This design comes from an exercise in tuning for small area and a short achievable clock period on the open sky130 flow, not from production work.
RTL that was checked went through simulation tests only; none was proved equivalent to the original.

==> build 51: inputs <==
## ic_line_codec
module ic_line_codec (
    input  wire         clk,
    input  wire         rst,             
    input  wire         rd_valid,
    input  wire [351:0] rd_line,         
    output wire         rd_out_valid,
    output wire [351:0] rd_out_line,     
    output wire [3:0]   rd_out_ce,
    output wire [3:0]   rd_out_ue,
    output wire [15:0]  rd_out_sym,      
    input  wire         wr_valid,
    input  wire [255:0] wr_data,         
    output reg          wr_out_valid,
    output reg  [95:0]  wr_out_check     
);
Settings: LEC_CHECK=0, CAP_MARGIN=20, CORE_MARGIN=2, CORE_UTILIZATION=40, SETUP_SLACK_MARGIN=2.8, SLEW_MARGIN=20; clock period 6.0 ns.
standard.sh (not shown) runs the stock make flow with config.mk's settings and CLKGATE_MAP_FILE= SYNTH_SCRIPT=/design/flow/synth_recipe.tcl, a recipe that flattens the netlist after the stock synthesis.
==> flow/flow/run.sh <==
#!/bin/bash
# The standard layout, with every input and output port buffered by a plain
# buffer cell instead of the one buffer_ports picks by default.
set -euo pipefail
export BUFFER_PORTS_ARGS="-buffer_cell sky130_fd_sc_hd__buf_2"
bash standard.sh > standard.log 2>&1
==> trial 11 (differences from build 51) <==
--- a/flow/config.mk
+++ b/flow/config.mk
@@ -9,4 +9,3 @@
 export CORE_MARGIN = 2
 export CORE_UTILIZATION = 40
-export SETUP_SLACK_MARGIN = 2.8
 export SLEW_MARGIN = 20
==> summary of the runs <==
- Trial 11 went through all stages and came out clean. Build 51 finished clean.
- Cell count: build 51 is larger than trial 11 (9.3%).
- Against trial 11, the non-clock buffer count of build 51 is higher by 747.
- In synthesized cell count, trial 11 and build 51 do not differ.
- Critical path depth is the same in trial 11 and build 51.
- Between build 51 and trial 11, the lower design area is in trial 11 (gap 29%, measured against trial 11).
- Setup slack: trial 11 is lower than build 51 (870 ps).
- Against trial 11, the global-route usage of build 51 is higher by 2.9 points.
==> figures <==
|  | trial 11 | build 51 |
|---|---|---|
| Detail Route met3 WL | 21400 um | 28300 um |
| Number of antenna cells inserted | 22 | 12 |
| Result of the run | finished clean | finished clean |
| Flip-flop and latch share of the layout cell area | 17.3% | 13.6% |
| Total number of multi-input combinational cells | 4565 | 4582 |
| Final-layout non-clock buffer area share | 10.3% | 19.0% |
| Via count of the first global-routing pass | 41800 | 46900 |
| Final Non-Filler Cells | 8127 | 8884 |
| Post-DP HPWL | 187000 um | 185000 um |
| CTS clk-pin slew, worst paths | 60 ps | 70 ps |
| Post-route worst setup slack | 1330 ps | 2200 ps |
| Maximum number of pins on one net before global-route repair | 30 | 28 |
| Met1 WL | 95200 um | 92400 um |
| Wire length of the first global-routing pass | 316000 um | 344000 um |
| DR vias | 42700 | 48400 |
Function was not checked in any run of this note: the RTL went through the layout flow alone.

* * *

==> quartz <==
Another version of the RTL of ic_line_codec (not shown whole).
Design ic_line_codec, start of the top module:
module ic_line_codec (
    input  wire         clk,
    input  wire         rst,             
    input  wire         rd_valid,
    input  wire [351:0] rd_line,         
    output wire         rd_out_valid,
    output wire [351:0] rd_out_line,     
    output wire [3:0]   rd_out_ce,
    output wire [3:0]   rd_out_ue,
    output wire [15:0]  rd_out_sym,      
    input  wire         wr_valid,
    input  wire [255:0] wr_data,         
    output reg          wr_out_valid,
    output reg  [95:0]  wr_out_check     
);
    wire [95:0] synd;
    wire [43:0] fit;
    wire [95:0] check;
    reg         rd_v_q;
    reg [351:0] rd_line_q;
    reg [31:0]  s0_q;
    reg [43:0]  fit_q;
    genvar l;
    generate
        for (l = 0; l < 4; l = l + 1) begin : g_lane
            ic_syndrome u_syn (
                .word (rd_line[88*l +: 88]),
                .synd (synd[24*l +: 24])
            );
            ic_locate u_loc (
                .synd (synd[24*l +: 24]),
                .fit  (fit[11*l +: 11])
            );
            ic_decoder u_dec (
  ...
==> flow/config.mk <==
export PLATFORM = sky130hd
export DESIGN_NAME = ic_line_codec
export DESIGN_NICKNAME = ic_line_codec
export VERILOG_FILES = /design/flow/design.v
export SDC_FILE = /design/flow/constraint.sdc
export NUM_CORES = 4
export LEC_CHECK = 0
export CAP_MARGIN = 20
export CORE_MARGIN = 2
export CORE_UTILIZATION = 55
export SETUP_SLACK_MARGIN = 1.5
export SLEW_MARGIN = 20
==> flow/constraint.sdc <==
create_clock -name core_clock -period 6.0 [get_ports {clk}]
set_input_delay 1.2000 -clock core_clock [delete_from_list [all_inputs] [get_ports {clk}]]
set_output_delay 1.2000 -clock core_clock [all_outputs]
set_load 0.01 [all_outputs]
Scripts as last shown in full above: flow/flow/run.sh
==> nickel (differences from quartz) <==
CORE_UTILIZATION = 40   (was 55)
SETUP_SLACK_MARGIN = unset   (was 1.5)
==> delta (differences from quartz) <==
SETUP_SLACK_MARGIN = 2.2   (was 1.5)
==> raven (differences from quartz) <==
==> flow/flow/run.sh (replaced) <==
#!/bin/bash
# The standard layout, with every input and output port buffered by a plain
# buffer cell instead of the one buffer_ports picks by default, and timing
# repair limited to resizing, pin swaps and cloning.
set -euo pipefail
export BUFFER_PORTS_ARGS="-buffer_cell sky130_fd_sc_hd__buf_2"
export SETUP_MOVE_SEQUENCE="unbuffer,sizeup,swap,clone"
bash standard.sh > standard.log 2>&1
SETUP_SLACK_MARGIN = 2.2   (was 1.5)
==> metrics.md <==
| Metric | Value |
|---|---|
| Layout area overhead | 25.2% |
| Grt met2 use | 69.4% |
| Slowest stage delay, CP | about 670 ps |
| H-Tree Depth | 3 |
| Full die area | between 0.09 and 0.1 mm² |
| First-pass GRT wire length | between 300 and 400 mm |
| Fraction of area in multi-input gates | about two thirds |
| Period minus WS final | a little under 4000 ps |
| GR Util met3 | 12.8% |
| Total number of vias | ~45000 |
| Routed wl met2 | approximately 100 mm |
| Status | no timing/DRC/antenna violations |
| Clk_buf instances | 80 |
| Highest-delay cell along the critical path | xnor2_4 |
That was raven.
==> metrics.md <==
| Metric | Value |
|---|---|
| Status | no timing/DRC/antenna violations |
| Fraction of area in multi-input gates | about two thirds |
| H-Tree Depth | 2 |
| First-pass GRT wire length | 299 mm |
| Full die area | 0.0953 mm² |
| GR Util met3 | 12.1% |
| Routed wl met2 | roughly 95 mm |
| Layout area overhead | 17.5% |
| Highest-delay cell along the critical path | xnor2_1 |
That was quartz.
==> metrics.md <==
| Metric | Value |
|---|---|
| Clk_buf instances | 80 |
| Layout area overhead | 25.7% |
| H-Tree Depth | 3 |
| Routed wl met2 | about 99 mm |
| Full die area | 0.0953 mm² |
| Period minus WS final | between 3000 and 4000 ps |
| Highest-delay cell along the critical path | xnor2_1 |
| Slowest stage delay, CP | 470 ps |
| GR Util met3 | between 10 and 15% |
| First-pass GRT wire length | ~300 mm |
| Post-DRT Antenna Nets | 0 |
| Hold path start | rd_line[186] |
| Fraction of area in multi-input gates | ~65% |
| Status | no timing/DRC/antenna violations |
| Total number of vias | approximately 45000 |
That was delta.
==> metrics.md <==
| Metric | Value |
|---|---|
| Status | no timing/DRC/antenna violations |
| GR Util met3 | under 10% |
| H-Tree Depth | 3 |
| Total number of vias | about 43000 |
| Finished Core Util | between 40% and 50% |
| Layout area overhead | 19.5% |
| Routed wl met2 | 105 mm |
| Highest-delay cell along the critical path | xnor3_1 |
| Full die area | roughly 0.13 mm² |
| Clk_buf instances | 91 |
| # DRC | 0 |
That was nickel.

* * *

==> try-zinc <==
ic_line_codec, a different RTL version from the one above (not shown whole).
// ic_line_codec
module ic_line_codec (
    input  wire         clk,
    input  wire         rst,             
    input  wire         rd_valid,
    input  wire [351:0] rd_line,         
    output reg          rd_out_valid,
    output reg  [351:0] rd_out_line,     
    output reg  [3:0]   rd_out_ce,
    output reg  [3:0]   rd_out_ue,
    output reg  [15:0]  rd_out_sym,      
    input  wire         wr_valid,
    input  wire [255:0] wr_data,         
    output reg          wr_out_valid,
    output reg  [95:0]  wr_out_check     
);
    wire [95:0]  synd;
    wire [43:0]  fit;
    wire [351:0] fixed;
    wire [3:0]   ce;
    wire [3:0]   ue;
    wire [15:0]  sym;
    wire [95:0]  check;
    reg         rd_v_q;
    reg [351:0] rd_line_q;
    reg [95:0]  synd_q;
    genvar l;
    generate
        for (l = 0; l < 4; l = l + 1) begin : g_lane
            ic_syndrome u_syn (
                .word (rd_line[88*l +: 88]),
                .synd (synd[24*l +: 24])
            );
            ic_locate u_loc (
                .synd (synd_q[24*l +: 24]),
                .fit  (fit[11*l +: 11])
            );
            ic_decoder u_dec (
                .word  (rd_line_q[88*l +: 88]),
                .s0    (synd_q[24*l +: 8]),
                .fit   (fit[11*l +: 11]),
                .fixed (fixed[88*l +: 88]),
                .ce    (ce[l]),
                .ue    (ue[l]),
                .sym   (sym[4*l +: 4])
            );
            ic_encoder u_enc (
                .data  (wr_data[64*l +: 64]),
                .check (check[24*l +: 24])
            );
        end
    endgenerate
    always @(posedge clk) begin
        if (rst) begin
            rd_v_q       <= 1'b0;
            rd_out_valid <= 1'b0;
            wr_out_valid <= 1'b0;
        end else begin
            rd_v_q       <= rd_valid;
            rd_out_valid <= rd_v_q;
            wr_out_valid <= wr_valid;
        end
        rd_line_q    <= rd_line;
        synd_q       <= synd;
        rd_out_line  <= fixed;
        rd_out_ce    <= ce;
        rd_out_ue    <= ue;
        rd_out_sym   <= sym;
        wr_out_check <= check;
    end
endmodule
export LEC_CHECK = 0
export CAP_MARGIN = 20
export CORE_MARGIN = 2
export CORE_UTILIZATION = 55
export SETUP_SLACK_MARGIN = 3.3
export SLEW_MARGIN = 20
create_clock -name core_clock -period 6.0 [get_ports {clk}]
==> flow/flow/run.sh <==
#!/bin/bash
# The standard layout, with every input and output port buffered by a plain
# buffer cell instead of the one buffer_ports picks by default.
set -euo pipefail
export BUFFER_PORTS_ARGS="-buffer_cell sky130_fd_sc_hd__buf_2"
bash standard.sh > standard.log 2>&1
==> try-onyx (differences from try-zinc) <==
==> flow/flow/run.sh (replaced) <==
#!/bin/bash
# The standard layout, with every input and output port buffered by a plain
# buffer cell instead of the one buffer_ports picks by default, and timing
# repair limited to resizing, pin swaps and cloning.
set -euo pipefail
export BUFFER_PORTS_ARGS="-buffer_cell sky130_fd_sc_hd__buf_2"
export SETUP_MOVE_SEQUENCE="unbuffer,sizeup,swap,clone"
bash standard.sh > standard.log 2>&1
==> flow_summary.ini <==
[run_status]
status = no timing/DRC/antenna violations

[global_routing]
antenna_found_initial = 127

[cells_and_area]
n_all_buffers = 1388
mostFrequentLayoutCells = xnor2_1, buf_2, dfxtp_1, xor2_1, nand2_1
antenna_cells = 86

[sta]
layout_worst_path_cycle_share_pct = 48.1
worstMarginPinSlew_ns = 0.967

[route]
viasPerCell = 5.78
wire_per_inst_um = 31.2
[end of results for try-zinc]
==> flow_summary.ini <==
[route]
viasPerCell = 5.93
dr.first_iter.drc_count = 7176
wire_per_inst_um = 32.8

[cells_and_area]
n_all_buffers = 1169
mostFrequentLayoutCells = xnor2_1, buf_2, dfxtp_1, xor2_1, nand2_1
antenna_cells = 91
area.growth.synth_to_final_pct = 25.3

[clocking]
cts_root_buf = clkbuf_16

[global_routing]
grtUsageMet1_pct = 59.6
grt_max_degree = 37
grt_pass1_vias = 48023

[logic_synthesis]
synth_seq_cells = 923

[sta]
fmax_ghz = 0.278
worstMarginPinSlew_ns = 1.20
layout_worst_path_cycle_share_pct = 60.0

[run_status]
status = no timing/DRC/antenna violations

[floorplanning]
die_y_um = 331
[end of results for try-onyx]
No run of this note included a check of the RTL's function; only the layout flow was run.

-- afterwards: timing with drivers on the ports --
In the flow no input, the clock included, has a driving cell. The finished layouts below were timed again as built, in two steps. Step 1, drivers: a clkbuf_16 drives clk and a buf_2 each remaining input, both assumed. Step 2, shift: input delay + t, output delay - t, t = (earliest + latest rising clock arrival at the registers) / 2. This alone moves slack from input paths to output paths. Three values: ideal ports, drivers, drivers and shift; two values: the first two.
run	t, ns	setup slack, ns	worst hold slack (ns)
build 51	0.764	2.197 / 2.233 / 1.468	0.601 / 0.573 / 1.338
trial 11	0.748	1.330 / 1.336 / 0.587	0.665 / 0.613 / 1.362
quartz	0.770	1.605 / 1.652 / 0.882	0.629 / 0.576 / 1.346
nickel	0.740	1.392 / 1.447 / 0.707	0.662 / 0.609 / 1.349
delta	0.723	2.031 / 2.083 / 1.360	0.692 / 0.636 / 1.359
raven	0.726	2.081 / 2.108 / 1.382	0.655 / 0.634 / 1.359
try-zinc	0.803	3.113 / 3.113 / 2.482	0.397 / 0.397 / 0.397
try-onyx	0.806	2.398 / 2.398 / 2.398	0.400 / 0.400 / 0.400
After both steps setup and hold are still met in every run listed. For trial 11, which loses most, drivers alone change the setup slack by +0.006 ns; drivers and shift together by -0.743 ns.
